This design comes from an exercise in tuning for small area, a short achievable clock period and few clock cycles on the open sky130 flow, not from production work. At most, simulation tests tie the RTL to the original design; equivalence was not proved. Power and IR drop assume default switching activity.

Design kn4_mx_pack, start of the top module:
module kn4_mx_pack (
    input  wire         clk,
    input  wire         rst,           
    input  wire         in_valid,
    output wire         in_ready,
    input  wire [31:0]  in_data,       
    input  wire [1:0]   in_fmt,        
    input  wire [2:0]   in_rnd,        
    output reg          out_valid,
    input  wire         out_ready,
    output reg  [7:0]   out_scale,     
    output reg  [255:0] out_elem,      
    output reg  [3:0]   out_flags      
);
Size: about 880 flip-flops, roughly 310 I/O pins, ~32,000 um^2 of cells after synthesis.
Settings: LEC_CHECK=0, CAP_MARGIN=20, CORE_MARGIN=2, CORE_UTILIZATION=60, CTS_CLUSTER_DIAMETER=60, CTS_CLUSTER_SIZE=30, PLACE_DENSITY=0.7, SLEW_MARGIN=20; clock period 15.0 ns.
standard.sh (not shown) runs the stock make flow with config.mk's settings and CLKGATE_MAP_FILE= SYNTH_SCRIPT=/design/flow/synth_recipe.tcl, a recipe that flattens the netlist after the stock synthesis.
==> flow/flow/run.sh <==
#!/bin/bash
# Own layout flow: the standard synthesis unchanged, then the standard ORFS
# layout with plain buffers on the ports and timing repair aimed below the
# clock period (SETUP_SLACK_MARGIN) so that the achieved period shrinks.
set -euo pipefail
MARGIN=${MARGIN:-10.9}
bash standard.sh synth > synth.log 2>&1
bash standard.sh "BUFFER_PORTS_ARGS=-buffer_cell sky130_fd_sc_hd__buf_1" \
    "SETUP_SLACK_MARGIN=$MARGIN" finish > layout.log 2>&1
The baseline produced a clean layout.
Edit:
--- a/flow/design.v
+++ b/flow/design.v
@@ -77,22 +77,23 @@
     reg [5:0]  r;                      
     reg        f_v, b_v;               
     reg [4:0]  wc;                     
     reg        rdy;                    
     wire pop  = (r != 6'd0) & ~b_v;
     wire load = ir_v & (~occ[5] | pop);
     assign in_ready = rdy;
     reg [31:0] ir_d;
     reg [1:0]  ir_fmt;
     reg [2:0]  ir_rnd;
-    always @(posedge clk) begin
-        if (in_ready) begin
+    wire ir_free = ~ir_v | ~occ[5] | pop;      
+    always @(posedge clk) begin
+        if (ir_free) begin
             ir_d   <= in_data;
             ir_fmt <= in_fmt;
             ir_rnd <= in_rnd;
         end
     end
     wire        sgn   = ir_d[31];
     wire [7:0]  ex    = ir_d[30:23];
     wire [22:0] fr    = ir_d[22:0];
     wire        ex_z  = (ex == 8'd0);
     wire        ex_f  = (&ex);
@@ -109,23 +110,23 @@
     wire        z4  = ~(|nc[22:19]);
     wire [22:11] nd = z4 ? {nc[18:11], 4'd0} : nc[22:11];
     wire        k3  = |nd[14:11];
     wire        z2  = ~(|nd[22:21]);
     wire [22:15] ne = z2 ? {nd[20:15], 2'd0} : nd[22:15];
     wire        k4  = |ne[16:15];
     wire        z1  = ~ne[22];
     wire [22:17] ng = z1 ? {ne[21:17], 1'b0} : ne[22:17];
     wire        k5  = ng[17];
     wire [4:0]  lz  = {z16, z8, z4, z2, z1};
-    wire [8:0]  c_ex = is_zero ? 9'd0 :
-                       ex_z    ? {4'd0, 5'd23 - lz} :
-                                 ({1'b0, ex} + 9'd23);
+    wire [8:0]  c_ex = is_zero ? 9'h100 :
+                       ex_z    ? (9'd0 - {4'd0, lz}) :
+                                 {1'b0, ex};
     wire [3:0]  c_f  = ex_z ? ng[21:18] : fr[22:19];
     wire        c_st = ex_z ? (k1 | k2 | k3 | k4 | k5) : (|fr[18:0]);
     wire [14:0] cin  = {sgn, c_ex, c_f, c_st};
     reg [1:0] fb_fmt;
     reg [2:0] fb_rnd;
     reg [7:0] fb_mx;                   
     reg       fb_spec, fb_nv;
     function [3:0] emax_of;
         input [1:0] fm;
         case (fm)
@@ -157,37 +158,37 @@
             fb_fmt  <= fmt_c;
             fb_rnd  <= rnd_c;
             fb_mx   <= mx_c;
             fb_spec <= spec_c;
             fb_nv   <= nv_c;
         end
     end
     reg signed [9:0] hd_kn1;
     always @(posedge clk) begin
         if (trans)
-            hd_kn1 <= $signed({5'd0, cf_of(fb_fmt)}) - 10'sd23 - $signed({2'd0, mx_c});
+            hd_kn1 <= $signed({5'd0, cf_of(fb_fmt)}) - $signed({2'd0, mx_c});
     end
     wire [14:0] stg [0:31];
     genvar gi;
     generate
         for (gi = 0; gi < 32; gi = gi + 1) begin : g_fifo
             reg  [14:0] q;
             wire en = (load & (gi <= n)) | (pop & (gi + r >= 32));
             always @(posedge clk) begin
                 if (en) q <= (gi == 0) ? cin : stg[(gi == 0) ? 0 : gi - 1];
             end
             assign stg[gi] = q;
         end
     endgenerate
     wire [14:0] hv   = stg[31];
-    wire        h_z  = (hv[13:5] == 9'd0);
-    wire signed [9:0] ef = $signed({1'b0, hv[13:5]}) + hd_kn1;    
+    wire        h_z  = (hv[13:5] == 9'h100);
+    wire signed [9:0] ef = $signed({hv[13], hv[13:5]}) + hd_kn1;    
     wire        h_nm = ~ef[9] & (ef != 10'd0);
     wire [9:0]  ns   = 10'd1 - ef;                                
     wire [2:0]  h_sh = h_nm ? 3'd0 : ((ns > 10'd5) ? 3'd5 : ns[2:0]);
     wire [4:0]  h_ef = h_nm ? ef[4:0] : 5'd0;
     wire [14:0] item = {hv[14], h_z, h_ef, h_sh, hv[4:0]};
     reg [1:0] op_fmt;
     reg [2:0] op_rnd;
     reg       op_spec, op_nv;
     reg [7:0] op_scale;
     always @(posedge clk) begin
@@ -226,21 +227,21 @@
     always @(posedge clk) begin
         if (wr) begin
             if (wc == 5'd0) begin
                 out_scale <= op_scale;
                 out_flags <= {op_nv, 1'b0, q_uf, q_nx};
             end else begin
                 out_flags[1:0] <= out_flags[1:0] | {q_uf, q_nx};
             end
         end
     end
-    wire       ir_v_n = in_ready ? in_valid : ir_v;
+    wire       ir_v_n = ir_free ? in_valid : ir_v;
     wire [5:0] occ_n  = occ + {5'd0, load} - {5'd0, pop};
     wire [5:0] r_n    = trans ? 6'd32 : (r - {5'd0, pop});
     wire       b_v_n  = (~f_v | wr) ? 1'b0 : (pop | b_v);
     always @(posedge clk) begin
         if (rst) begin
             ir_v      <= 1'b0;
             occ       <= 6'd0;
             n         <= 5'd0;
             r         <= 6'd0;
             f_v       <= 1'b0;
Outcome:
- The changed run completed without violations
- clock-buffer cell count is lower by 5
- via count is lower slightly
- power goes down slightly
- setup slack improves by 0.064 ns
- sequential share of layout area grows by 1.4 points
- cell area went down by a few percent
- synthesized cell count falls slightly
- global-route usage decreases by 0.55 points
Testbench counts after the change, summed over its fixed seeds: cycles 12,568.
Only the layout flow was run in the first run of this note; the RTL was not checked for function there.


kn4_mx_pack, a different RTL version from the one above (not shown whole).
For scale: ~1600 cells after synthesis, about 310 I/O pins.
Settings: LEC_CHECK=0, CAP_MARGIN=5, CORE_MARGIN=2, CORE_UTILIZATION=60, CTS_CLUSTER_DIAMETER=60, CTS_CLUSTER_SIZE=30, PLACE_DENSITY=0.7, SLEW_MARGIN=5; clock period 15.0 ns.
==> flow/flow/run.sh <==
#!/bin/bash
# Own layout flow: the standard synthesis unchanged, then the standard ORFS
# layout with plain buffers on the ports and timing repair aimed below the
# clock period (SETUP_SLACK_MARGIN) so that the achieved period shrinks.
set -euo pipefail
MARGIN=${MARGIN:-10.8}
bash standard.sh synth > synth.log 2>&1
bash standard.sh "BUFFER_PORTS_ARGS=-buffer_cell sky130_fd_sc_hd__buf_1" \
    "SETUP_SLACK_MARGIN=$MARGIN" finish > layout.log 2>&1
The starting point completed without violations.
Then changed:
--- a/flow/design.v
+++ b/flow/design.v
@@ -1,40 +1,39 @@
 module mx_quant (
-    input  wire [11:0] it,
+    input  wire [14:0] it,
     input  wire [1:0]  fmt,     
     input  wire [2:0]  rnd,     
     input  wire        spec,    
     output wire [7:0]  elem,
     output wire        uf,
     output wire        nx
 );
     localparam [2:0] RNE = 3'd0, RTZ = 3'd1, RU = 3'd2, RD = 3'd3, RNA = 3'd4;
     function round_up;
         input [2:0] mode;
         input       neg, lsb, g, s;
         begin
             case (mode)
                 RNE:     round_up = g & (s | lsb);
                 RU:      round_up = ~neg & (g | s);
                 RD:      round_up = neg & (g | s);
                 RNA:     round_up = g;
                 default: round_up = 1'b0;
             endcase
         end
     endfunction
-    wire       sgn  = it[11];
-    wire       nm   = it[10];
-    wire [4:0] ef   = {5{nm}} & it[9:5];
-    wire [2:0] sh   = {3{~nm}} & it[7:5];
-    wire       zero = ~nm & (it[7:5] == 3'd0);
+    wire       sgn  = it[14];
+    wire       zero = it[13];
+    wire [4:0] ef   = it[12:8];
+    wire [2:0] sh   = it[7:5];
     wire [3:0] f    = it[4:1];
     wire       st   = it[0];
     wire fb3 = (fmt == 2'd0) | (fmt == 2'd3);    
     wire [9:0] p = {1'b1, f, 5'b0} >> sh;
     wire [6:0] code = fb3 ? {ef[3:0], p[8:6]} : {ef, p[8:7]};
     wire       lsb  = fb3 ? p[6] : p[7];
     wire       g    = fb3 ? p[5] : p[6];
     wire       s    = (fb3 ? (|p[4:0]) : (|p[5:0])) | st;
     wire       up   = round_up(rnd, sgn, lsb, g, s);
     wire [6:0] code_inc = code + 7'd1;
     wire [6:0] rsum     = up ? code_inc : code;
     reg [6:0] maxc;
@@ -190,38 +189,37 @@
         end
     endgenerate
     wire [14:0] hv   = stg[31];
     wire        h_z  = (hv[13:5] == 9'h100);
     wire signed [9:0] ef = $signed({hv[13], hv[13:5]}) + hd_kn1;    
     wire        ef_z = (ef == 10'd0);
     wire        h_nm = ~ef[9] & ~ef_z;
     wire        ef_n4 = &ef[9:2];                                 
     wire [2:0]  h_sh = h_nm ? 3'd0 :
                        ef_z ? 3'd1 :
                        ef_n4 ? (3'd1 - ef[2:0]) : 3'd5;
     wire [4:0]  h_ef = h_nm ? ef[4:0] : 5'd0;
-    wire [4:0]  h_v  = h_nm ? ef[4:0] : (h_z ? 5'd0 : {2'd0, h_sh});
-    wire [11:0] item = {hv[14], h_nm, h_v, hv[4:0]};
+    wire [14:0] item = {hv[14], h_z, h_ef, h_sh, hv[4:0]};
     reg [1:0] op_fmt;
     reg [2:0] op_rnd;
     reg       op_spec, op_nv;
     always @(posedge clk) begin
         if (pop && r == 6'd32) begin
             op_fmt   <= fb_fmt;
             op_rnd   <= fb_rnd;
             op_spec  <= fb_spec;
             op_nv    <= fb_nv;
         end
     end
-    reg [11:0] fq, bq;
+    reg [14:0] fq, bq;
     wire wr = f_v & ((wc != 5'd0) | ~out_valid | out_ready);
     always @(posedge clk) begin
         if (~f_v | wr)
             fq <= b_v ? bq : item;
         else if (pop)
             bq <= item;
     end
     wire [7:0] q_elem;
     wire       q_uf, q_nx;
     mx_quant u_q (
         .it(fq), .fmt(op_fmt), .rnd(op_rnd), .spec(op_spec),
         .elem(q_elem), .uf(q_uf), .nx(q_nx)
The changed run ran to the end with no violations.
Worst hold slack is better by 0.011 ns.
Total power goes down by 3.6%.
Setup slack gains 0.053 ns.
Sequential cell count climbs by 6.
Area after synthesis hardly moves.
Combinational power goes down by about 10%.
Wire length fell by about 6%.
Testbench counts after the change, summed over its fixed seeds: cycles 12,568.
No functional check of the RTL was part of the first run of this note.


== job 101 ==
The RTL this note starts from:
==> flow/design.v <==
module mx_quant (
    input  wire [14:0] it,
    input  wire [1:0]  fmt,     
    input  wire [2:0]  rnd,     
    input  wire        spec,    
    output wire [7:0]  elem,
    output wire        uf,
    output wire        nx
);
    localparam [2:0] RNE = 3'd0, RTZ = 3'd1, RU = 3'd2, RD = 3'd3, RNA = 3'd4;
    function round_up;
        input [2:0] mode;
        input       neg, lsb, g, s;
        begin
            case (mode)
                RNE:     round_up = g & (s | lsb);
                RU:      round_up = ~neg & (g | s);
                RD:      round_up = neg & (g | s);
                RNA:     round_up = g;
                default: round_up = 1'b0;
            endcase
        end
    endfunction
    wire       sgn  = it[14];
    wire       zero = it[13];
    wire [4:0] eb   = it[12:8];
    wire [2:0] sh   = it[7:5];
    wire [3:0] f    = it[4:1];
    wire       st   = it[0];
    wire fb3 = (fmt == 2'd0) | (fmt == 2'd3);    
    wire [9:0] p = {1'b1, f, 5'b0} >> sh;
    wire [3:0] kept = fb3 ? p[9:6] : {1'b0, p[9:7]};
    wire       g    = fb3 ? p[5] : p[6];
    wire       s    = (fb3 ? (|p[4:0]) : (|p[5:0])) | st;
    wire [7:0] code = fb3 ? ({eb, 3'b000} + {4'd0, kept}) : ({1'b0, eb, 2'b00} + {4'd0, kept});
    wire       up   = round_up(rnd, sgn, kept[0], g, s);
    wire [7:0] rsum = code + {7'd0, up};
    reg [6:0] maxc;
    always @* begin
        case (fmt)
            2'd0:    maxc = 7'h7E;
            2'd1:    maxc = 7'h7B;
            default: maxc = 7'h1F;
        endcase
    end
    wire       ovf  = (rsum > {1'b0, maxc});
    wire [6:0] mag  = ovf ? maxc : rsum[6:0];
    wire       inexact = g | s;
    wire allones = fb3 ? (&f[3:1]) : (&f[3:2]);
    wire g_full  = fb3 ? f[0] : f[1];
    wire s_full  = fb3 ? st : (f[0] | st);
    wire reach   = (sh == 3'd1) & allones & round_up(rnd, sgn, 1'b1, g_full, s_full);
    wire tiny    = (sh != 3'd0) & ~reach;
    wire [6:0] magz = zero ? 7'd0 : mag;
    assign elem = spec ? 8'd0 : (fmt[1] ? {2'b00, sgn, magz[4:0]} : {sgn, magz});
    assign nx   = ~spec & ~zero & (inexact | ovf);
    assign uf   = ~spec & ~zero & inexact & tiny;
endmodule
module kn4_mx_pack (
    input  wire         clk,
    input  wire         rst,           
    input  wire         in_valid,
    output wire         in_ready,
    input  wire [31:0]  in_data,       
    input  wire [1:0]   in_fmt,        
    input  wire [2:0]   in_rnd,        
    output reg          out_valid,
    input  wire         out_ready,
    output reg  [7:0]   out_scale,     
    output reg  [255:0] out_elem,      
    output reg  [3:0]   out_flags      
);
    reg        ir_v;                   
    reg [5:0]  occ;                    
    reg [4:0]  n;                      
    reg [5:0]  r;                      
    reg        f_v, b_v;               
    reg [4:0]  wc;                     
    reg        rdy;                    
    wire pop  = (r != 6'd0) & ~b_v;
    wire load = ir_v & (~occ[5] | pop);
    assign in_ready = rdy;
    reg [31:0] ir_d;
    reg [1:0]  ir_fmt;
    reg [2:0]  ir_rnd;
    always @(posedge clk) begin
        if (in_ready) begin
            ir_d   <= in_data;
            ir_fmt <= in_fmt;
            ir_rnd <= in_rnd;
        end
    end
    wire        sgn   = ir_d[31];
    wire [7:0]  ex    = ir_d[30:23];
    wire [22:0] fr    = ir_d[22:0];
    wire        ex_z  = (ex == 8'd0);
    wire        ex_f  = (&ex);
    wire        fr_nz = (fr != 23'd0);
    wire        is_nan  = ex_f & fr_nz;
    wire        is_inf  = ex_f & ~fr_nz;
    wire        is_zero = ex_z & ~fr_nz;
    wire        z16 = ~(|fr[22:7]);
    wire [22:0] nb  = z16 ? {fr[6:0], 16'd0} : fr;
    wire        k1  = ~z16 & (|fr[2:0]);
    wire        z8  = ~(|nb[22:15]);
    wire [22:3] nc  = z8 ? {nb[14:3], 8'd0} : nb[22:3];
    wire        k2  = |nc[10:3];
    wire        z4  = ~(|nc[22:19]);
    wire [22:11] nd = z4 ? {nc[18:11], 4'd0} : nc[22:11];
    wire        k3  = |nd[14:11];
    wire        z2  = ~(|nd[22:21]);
    wire [22:15] ne = z2 ? {nd[20:15], 2'd0} : nd[22:15];
    wire        k4  = |ne[16:15];
    wire        z1  = ~ne[22];
    wire [22:17] ng = z1 ? {ne[21:17], 1'b0} : ne[22:17];
    wire        k5  = ng[17];
    wire [4:0]  lz  = {z16, z8, z4, z2, z1};
    wire [8:0]  c_ex = is_zero ? 9'd0 :
                       ex_z    ? {4'd0, 5'd23 - lz} :
                                 ({1'b0, ex} + 9'd23);
    wire [3:0]  c_f  = ex_z ? ng[21:18] : fr[22:19];
    wire        c_st = ex_z ? (k1 | k2 | k3 | k4 | k5) : (|fr[18:0]);
    wire [14:0] cin  = {sgn, c_ex, c_f, c_st};
    reg [1:0] fb_fmt;
    reg [2:0] fb_rnd;
    reg [7:0] fb_mx;                   
    reg       fb_spec, fb_nv;
    function [3:0] emax_of;
        input [1:0] fm;
        case (fm)
            2'd0:    emax_of = 4'd8;
            2'd1:    emax_of = 4'd15;
            2'd2:    emax_of = 4'd4;
            default: emax_of = 4'd2;
        endcase
    endfunction
    function [4:0] cf_of;
        input [1:0] fm;
        case (fm)
            2'd0:    cf_of = 5'd15;
            2'd1:    cf_of = 5'd30;
            2'd2:    cf_of = 5'd7;
            default: cf_of = 5'd3;
        endcase
    endfunction
    function [3:0] bias_of;
        input [1:0] fm;
        case (fm)
            2'd0:    bias_of = 4'd7;
            2'd1:    bias_of = 4'd15;
            2'd2:    bias_of = 4'd3;
            default: bias_of = 4'd1;
        endcase
    endfunction
    wire       first   = (n == 5'd0);
    wire [1:0] fmt_c   = first ? ir_fmt : fb_fmt;
    wire [2:0] rnd_c   = first ? ir_rnd : fb_rnd;
    wire [7:0] mx_prev = first ? {4'd0, emax_of(ir_fmt)} : fb_mx;
    wire [7:0] mx_c    = (ex > mx_prev) ? ex : mx_prev;
    wire       spec_c  = (~first & fb_spec) | ex_f;
    wire       nv_c    = (~first & fb_nv) | is_inf | (is_nan & ~fr[22]);
    wire       trans   = load & (n == 5'd31);
    always @(posedge clk) begin
        if (load) begin
            fb_fmt  <= fmt_c;
            fb_rnd  <= rnd_c;
            fb_mx   <= mx_c;
            fb_spec <= spec_c;
            fb_nv   <= nv_c;
        end
    end
    reg signed [9:0] hd_kn;            
    reg [1:0]  hd_fmt;
    reg [2:0]  hd_rnd;
    reg        hd_spec, hd_nv;
    always @(posedge clk) begin
        if (trans) begin
            hd_kn   <= $signed({5'd0, cf_of(fmt_c)}) - 10'sd24 - $signed({2'd0, mx_c});
            hd_fmt  <= fmt_c;
            hd_rnd  <= rnd_c;
            hd_spec <= spec_c;
            hd_nv   <= nv_c;
        end
    end
    wire [14:0] stg [0:31];
    genvar gi;
    generate
        for (gi = 0; gi < 32; gi = gi + 1) begin : g_fifo
            reg  [14:0] q;
            wire en = (load & (gi <= n)) | (pop & (gi + r >= 32));
            always @(posedge clk) begin
                if (en) q <= (gi == 0) ? cin : stg[(gi == 0) ? 0 : gi - 1];
            end
            assign stg[gi] = q;
        end
    endgenerate
    wire [14:0] hv   = stg[31];
    wire        h_z  = (hv[13:5] == 9'd0);
    wire signed [9:0] t = $signed({1'b0, hv[13:5]}) + hd_kn;    
    wire        h_nm = ~t[9];
    wire [9:0]  nt   = -t;
    wire [2:0]  h_sh = h_nm ? 3'd0 : ((nt > 10'd5) ? 3'd5 : nt[2:0]);
    wire [4:0]  h_eb = h_nm ? t[4:0] : 5'd0;
    wire [14:0] item = {hv[14], h_z, h_eb, h_sh, hv[4:0]};
    reg [1:0] op_fmt;
    reg [2:0] op_rnd;
    reg       op_spec, op_nv;
    reg [7:0] op_scale;
    wire [9:0] sc_w = {6'd0, bias_of(hd_fmt)} - 10'd24 - hd_kn;
    always @(posedge clk) begin
        if (pop && r == 6'd32) begin
            op_fmt   <= hd_fmt;
            op_rnd   <= hd_rnd;
            op_spec  <= hd_spec;
            op_nv    <= hd_nv;
            op_scale <= hd_spec ? 8'hFF : sc_w[7:0];
        end
    end
    reg [14:0] fq, bq;
    wire wr = f_v & (~out_valid | out_ready);
    always @(posedge clk) begin
        if (~f_v | wr)
            fq <= b_v ? bq : item;
        else if (pop)
            bq <= item;
    end
    wire [7:0] q_elem;
    wire       q_uf, q_nx;
    mx_quant u_q (
        .it(fq), .fmt(op_fmt), .rnd(op_rnd), .spec(op_spec),
        .elem(q_elem), .uf(q_uf), .nx(q_nx)
    );
    always @(posedge clk) begin
        if (wr) begin
            out_elem <= {q_elem, out_elem[255:8]};
            if (wc == 5'd0) begin
                out_scale <= op_scale;
                out_flags <= {op_nv, 1'b0, q_uf, q_nx};
            end else begin
                out_flags[1:0] <= out_flags[1:0] | {q_uf, q_nx};
            end
        end
    end
    wire       ir_v_n = in_ready ? in_valid : ir_v;
    wire [5:0] occ_n  = occ + {5'd0, load} - {5'd0, pop};
    wire [5:0] r_n    = trans ? 6'd32 : (r - {5'd0, pop});
    wire       b_v_n  = (~f_v | wr) ? 1'b0 : (pop | b_v);
    always @(posedge clk) begin
        if (rst) begin
            ir_v      <= 1'b0;
            occ       <= 6'd0;
            n         <= 5'd0;
            r         <= 6'd0;
            f_v       <= 1'b0;
            b_v       <= 1'b0;
            wc        <= 5'd0;
            out_valid <= 1'b0;
            rdy       <= 1'b1;
        end else begin
            ir_v <= ir_v_n;
            occ  <= occ_n;
            n    <= n + {4'd0, load};
            r    <= r_n;
            b_v  <= b_v_n;
            rdy  <= ~ir_v_n | ~occ_n[5] | ((r_n != 6'd0) & ~b_v_n);
            if (~f_v | wr)
                f_v <= b_v | pop;
            if (wr)
                wc <= wc + 5'd1;
            if (wr && wc == 5'd31)
                out_valid <= 1'b1;
            else if (out_ready)
                out_valid <= 1'b0;
        end
    end
endmodule
export LEC_CHECK = 0
export CAP_MARGIN = 20
export CORE_MARGIN = 2
export CORE_UTILIZATION = 40
export PLACE_DENSITY = 0.6
export SLEW_MARGIN = 20
create_clock -name core_clock -period 15.0 [get_ports {clk}]
==> flow/flow/run.sh <==
#!/bin/bash
# Own layout flow: the standard synthesis unchanged, then the standard ORFS
# layout with plain buffers on the ports and timing repair aimed below the
# clock period (SETUP_SLACK_MARGIN) so that the achieved period shrinks.
set -euo pipefail
MARGIN=${MARGIN:-10.5}
bash standard.sh synth > synth.log 2>&1
bash standard.sh "BUFFER_PORTS_ARGS=-buffer_cell sky130_fd_sc_hd__buf_1" \
    "SETUP_SLACK_MARGIN=$MARGIN" finish > layout.log 2>&1
The inputs of job 102 differ from those of job 101 as listed below.
diff --git a/flow/design.v b/flow/design.v
--- a/flow/design.v
+++ b/flow/design.v
@@ -74,14 +74,13 @@
     reg [5:0]  occ;                    
     reg [4:0]  n;                      
     reg [5:0]  r;                      
     reg        f_v, b_v;               
     reg [4:0]  wc;                     
-    reg        rdy;                    
     wire pop  = (r != 6'd0) & ~b_v;
     wire load = ir_v & (~occ[5] | pop);
-    assign in_ready = rdy;
+    assign in_ready = ~ir_v | ~occ[5] | pop;
     reg [31:0] ir_d;
     reg [1:0]  ir_fmt;
     reg [2:0]  ir_rnd;
     always @(posedge clk) begin
         if (in_ready) begin
@@ -239,34 +238,32 @@
             end else begin
                 out_flags[1:0] <= out_flags[1:0] | {q_uf, q_nx};
             end
         end
     end
-    wire       ir_v_n = in_ready ? in_valid : ir_v;
-    wire [5:0] occ_n  = occ + {5'd0, load} - {5'd0, pop};
-    wire [5:0] r_n    = trans ? 6'd32 : (r - {5'd0, pop});
-    wire       b_v_n  = (~f_v | wr) ? 1'b0 : (pop | b_v);
     always @(posedge clk) begin
         if (rst) begin
             ir_v      <= 1'b0;
             occ       <= 6'd0;
             n         <= 5'd0;
             r         <= 6'd0;
             f_v       <= 1'b0;
             b_v       <= 1'b0;
             wc        <= 5'd0;
             out_valid <= 1'b0;
-            rdy       <= 1'b1;
         end else begin
-            ir_v <= ir_v_n;
-            occ  <= occ_n;
-            n    <= n + {4'd0, load};
-            r    <= r_n;
-            b_v  <= b_v_n;
-            rdy  <= ~ir_v_n | ~occ_n[5] | ((r_n != 6'd0) & ~b_v_n);
-            if (~f_v | wr)
+            if (in_ready)
+                ir_v <= in_valid;
+            occ <= occ + {5'd0, load} - {5'd0, pop};
+            n   <= n + {4'd0, load};
+            r   <= trans ? 6'd32 : (r - {5'd0, pop});
+            if (~f_v | wr) begin
                 f_v <= b_v | pop;
+                b_v <= 1'b0;
+            end else if (pop) begin
+                b_v <= 1'b1;
+            end
             if (wr)
                 wc <= wc + 5'd1;
             if (wr && wc == 5'd31)
                 out_valid <= 1'b1;
             else if (out_ready)
Findings:
Relative to job 101, global-route wire length before repair has gone down in job 102.
Measured against each other, job 102 and job 101 differ in maximum clock rate, the lower figure coming from job 102.
Diff job 101 -> job 102 | count of fill cells added during filler insertion | down by a few percent
| share of synthesized cell area in and, or, nand and nor gates | job 102 vs job 101 | 0.87 points lower |
Delta (job 102 minus job 101): total die area shrank by 340 µm²; average instance area after synthesis rose by about 0.64%.
As of job 102, clock-buffer cell count had fallen by a little under 10% compared to job 101.
The flip-flop and latch count after synthesis was comparable across job 102 and job 101.
Between job 101 and job 102, the insertion delay of the later-clocked pin in the worst-skew pair does not differ in any meaningful way.
Post-synthesis adder-cell area fraction: job 101 vs job 102 — no meaningful difference
Between job 102 and job 101, it is job 102 whose utilization is higher, by 0.21 points.
Run comparison: job 102 main combinational cell family by area after synthesis compound AO/OA/AOI/OAI gates; job 101 main combinational cell family by area after synthesis simple AND/OR/NAND/NOR gates
Die span in x across job 102 and job 101: no real change.
Compared with job 101, worst-case vdd ir drop in job 102 increased by more than 10%.
Re final number of max-transition violations: no difference whatsoever between job 102 and job 101.
Testbench counts of job 102, summed over its fixed seeds: cycles 12,568.
For job 101, only the layout was checked, not whether the RTL still works.

afterwards: timing with drivers on the ports:
How much do the figures lean on ideal ports? The routed layouts below were timed once more, with nothing changed but the port constraints.
Step 1 sets driving cells, clkbuf_16 on the clock port and buf_2 on the other inputs (assumed; they add their load-dependent delay and slew).
Step 2 moves the port delays by t, midway between the first and last clock arrival at a register: inputs arrive t later, outputs are due t later. That takes back most of the time a late clock gives input paths.
Slacks: no drivers / after step 1 / after step 2; pairs: no drivers / after step 1.
run	t (ns)	setup slack, ns	worst setup path at the end
the first run of note 1	0.661	10.737 / 10.677 / 10.538	input to register
the second run of note 1	0.651	10.801 / 10.749 / 10.547	input to register
the first run of note 2	0.659	10.762 / 10.703 / 10.458	input to register
the second run of note 2	0.647	10.815 / 10.763 / 10.520	input to register
job 101	0.690	10.552 / 10.552 / 9.981	input to register
job 102	0.681	10.348 / 10.285 / 10.096	input to register
After both steps every run listed still meets setup and hold. The setup slack of job 101, which loses most, moves by 0.000 ns with the drivers and by -0.571 ns with both steps.
